This is an optimization exercise on Yosys and OpenROAD, whose aim is small area, a short achievable clock period and few clock cycles, not a production implementation.
In this exercise RTL edits were held to simulation tests only and were not proved equivalent to the original.
Power is estimated from default activity; no workload was simulated.

Setup of run A:
==> flow/design.v (excerpt) <==
module lc_fpu (
    input  wire        clk,
    input  wire        rst,
    input  wire        start,
    input  wire [3:0]  op,
    input  wire [31:0] a,
    input  wire [31:0] b,
    output reg         done,
    output wire [31:0] result,
    output wire        flag
);
For scale: about 7300 cells after synthesis, ~110 flip-flops, roughly 110 I/O pins, roughly 45000 um^2 of cells after synthesis.
clock: 20.0 ns
lec_check: 0
abc_area: 1
cap_margin: 30
core_margin: 2
core_utilization: 40
slew_margin: 30
standard.sh (not shown) runs the stock make flow with config.mk's settings and CLKGATE_MAP_FILE= SYNTH_SCRIPT=/design/flow/synth_recipe.tcl, a recipe that flattens the netlist after the stock synthesis.
==> flow/flow/run.sh <==
#!/bin/bash
# Layout flow: the standard ORFS flow (standard.sh) with two changes:
# the buffers ORFS puts on every input and output port are
# sky130_fd_sc_hd__buf_4 cells instead of the delay cells buffer_ports picks
# on its own, and the timing repair steps aim at a setup slack margin
# (SETUP_SLACK_MARGIN) so that the resizer also works on paths that already
# meet the design's clock period. The SDC and clock are not changed.
# Each tool's output goes to the ORFS logs under orfs/logs; the make
# output goes to standard.log.
set -uo pipefail
bash standard.sh "BUFFER_PORTS_ARGS=-buffer_cell sky130_fd_sc_hd__buf_4" SETUP_SLACK_MARGIN=10.5 finish > standard.log 2>&1
In summary, run A completed successfully, with a layout that passed the timing, design-rule and antenna checks.
Testbench counts of run A, summed over its fixed seeds: cycles 38,244.
The following lists how run B was set up differently from run A:
- PLACE_DENSITY newly set to 0.68
- CORE_UTILIZATION changed from 40 to 50
[summary]
Run B: flow completed, timing, DRC and antenna clean
Run B — worst hold slack after final layout 0.017 ns higher, run A as reference
Run A -> run B: sequential share of cell area flat
Sort run B and run A by number of gates on the worst path with buffers counted desc -> top: run B
Compared run B vs run A, and worst setup slack is up in run B.
Lower routed wire length among run B and run A: run B
Lower antenna diode count goes to run A over run B.
Maximum resistive drop on vdd: run B lower than run A
The die outline area in run B sits 23000 um^2 below the value recorded for run A.
Per the comparison of run B with run A, first-pass GRT wire length decreased 14000 um; global-route usage now sits higher.
Compared with run A, run B shows proportion of power drawn by flip-flops and latches higher by 0.5 points.
Changes in run C relative to run B:
diff --git a/flow/flow/run.sh b/flow/flow/run.sh
--- a/flow/flow/run.sh
+++ b/flow/flow/run.sh
@@ -9,3 +9,3 @@
 # output goes to standard.log.
 set -uo pipefail
-bash standard.sh "BUFFER_PORTS_ARGS=-buffer_cell sky130_fd_sc_hd__buf_4" SETUP_SLACK_MARGIN=10.5 finish > standard.log 2>&1
+bash standard.sh "BUFFER_PORTS_ARGS=-buffer_cell sky130_fd_sc_hd__buf_4" SETUP_SLACK_MARGIN=10.75 finish > standard.log 2>&1
## What came out
Run C completed every stage of the flow, and the final layout passed the timing, design-rule and antenna checks. In the metrics for run B and run C, the one carrying the higher share of power burned in the clock network is run B. Between run C and run B, it is run C whose worst reg-to-reg setup slack is higher, by 0.16 ns. Delta(critical path arrival, run C - run B) < 0. Going from run B to run C, the non-clock buffer count was found to have gone up by about 40%. Compared with run B, in run C layout filler cell count saw a decrease; number of slew-limit violations in the final report saw little to no change; worst setup slack saw an increase. | clock network contribution to total cell area | run C vs run B | ≈ equal |. Global-route wire length before repair: run B and run C compared, lower one is run C.

---

== before ==
lc_fpu, a different RTL version from the one above (not shown whole).
Size in the first run: ~110 flip-flops.
==> flow/config.mk <==
export PLATFORM = sky130hd
export DESIGN_NAME = lc_fpu
export DESIGN_NICKNAME = lc_fpu
export VERILOG_FILES = /design/flow/design.v
export SDC_FILE = /design/flow/constraint.sdc
export NUM_CORES = 4
export LEC_CHECK = 0
export ABC_AREA = 1
export CAP_MARGIN = 20
export CORE_MARGIN = 2
export CORE_UTILIZATION = 40
export SLEW_MARGIN = 20
==> flow/constraint.sdc <==
create_clock -name core_clock -period 20.0 [get_ports {clk}]
set_input_delay 4.0000 -clock core_clock [delete_from_list [all_inputs] [get_ports {clk}]]
set_output_delay 4.0000 -clock core_clock [all_outputs]
set_load 0.01 [all_outputs]
run.sh (not shown) runs the stock make flow with config.mk's settings and CLKGATE_MAP_FILE= SYNTH_SCRIPT=/design/flow/synth_recipe.tcl, a recipe that flattens the netlist after the stock synthesis.
Stock flow here: none of the scripts above is used.
Testbench counts of before, summed over its fixed seeds: cycles 38,244.
#### Input delta (after over before)
==> flow/flow/run.sh (new file) <==
#!/bin/bash
# Layout flow: the standard ORFS flow (standard.sh), unchanged except
# that the buffers ORFS puts on every input and output port are
# sky130_fd_sc_hd__buf_4 cells instead of the delay cells buffer_ports picks
# on its own. Each tool's output goes to the ORFS logs under orfs/logs;
# the make output goes to standard.log.
set -uo pipefail
bash standard.sh "BUFFER_PORTS_ARGS=-buffer_cell sky130_fd_sc_hd__buf_4" finish > standard.log 2>&1
==> flow/standard.sh (new file) <==
#!/bin/bash
# synth_recipe.tcl (not shown) runs the flow's synth.tcl, then flattens the netlist and writes it again
# the make line also repeats each setting of config.mk as NAME=value (left out here)
make -C /OpenROAD-flow-scripts/flow DESIGN_CONFIG=/design/flow/config.mk WORK_HOME=/design/flow/orfs CLKGATE_MAP_FILE= SYNTH_SCRIPT=/design/flow/synth_recipe.tcl "${@:-finish}"
removed: flow/run.sh
Results
Delta (after minus before): maximum clock rate shows no meaningful change, detailed-router iteration count before antenna repair shows a reduction of 1, share of the yosys chip area belonging to registers shows no meaningful change, routed length on met1 shows a reduction of 890 um. On relative contribution of the clock network to total power, after tracks before almost exactly. Row multi-input combinational area share: after higher / before lower.

## static timing again, ports no longer ideal
How much do the figures lean on ideal ports? The routed layouts below were timed once more, with nothing changed but the port constraints. Step 1 (the two cells are an assumption about what drives the block):
set clk [get_ports {clk}]
set_driving_cell -lib_cell sky130_fd_sc_hd__clkbuf_16 $clk
set_driving_cell -lib_cell sky130_fd_sc_hd__buf_2 [delete_from_list [all_inputs] $clk]
Step 2 adds t to the input delays and takes it off the output delays; t is the mean of the earliest and latest rising clock arrival at the registers after step 1. Input paths then give back, and output paths get back, about the clock's delay inside the block. a / b / c = ideal / step 1 / step 2; a / b = the first two.
run	shift t [ns]	slack for setup (ns)	hold slack, ns
run A	0.453	10.546 / 10.574 / 10.122	0.456 / 0.456 / 0.456
run B	0.438	10.584 / 10.607 / 10.169	0.473 / 0.473 / 0.473
run C	0.452	10.835 / 10.820 / 10.368	0.468 / 0.468 / 0.468
before	0.429	7.118 / 7.146 / 6.716	0.456 / 0.456 / 0.456
after	0.421	7.151 / 7.151 / 6.866	0.457 / 0.457 / 0.457
After both steps every run listed still meets setup and hold. For run C, which loses most, drivers alone change the setup slack by -0.015 ns; drivers and shift together by -0.467 ns.
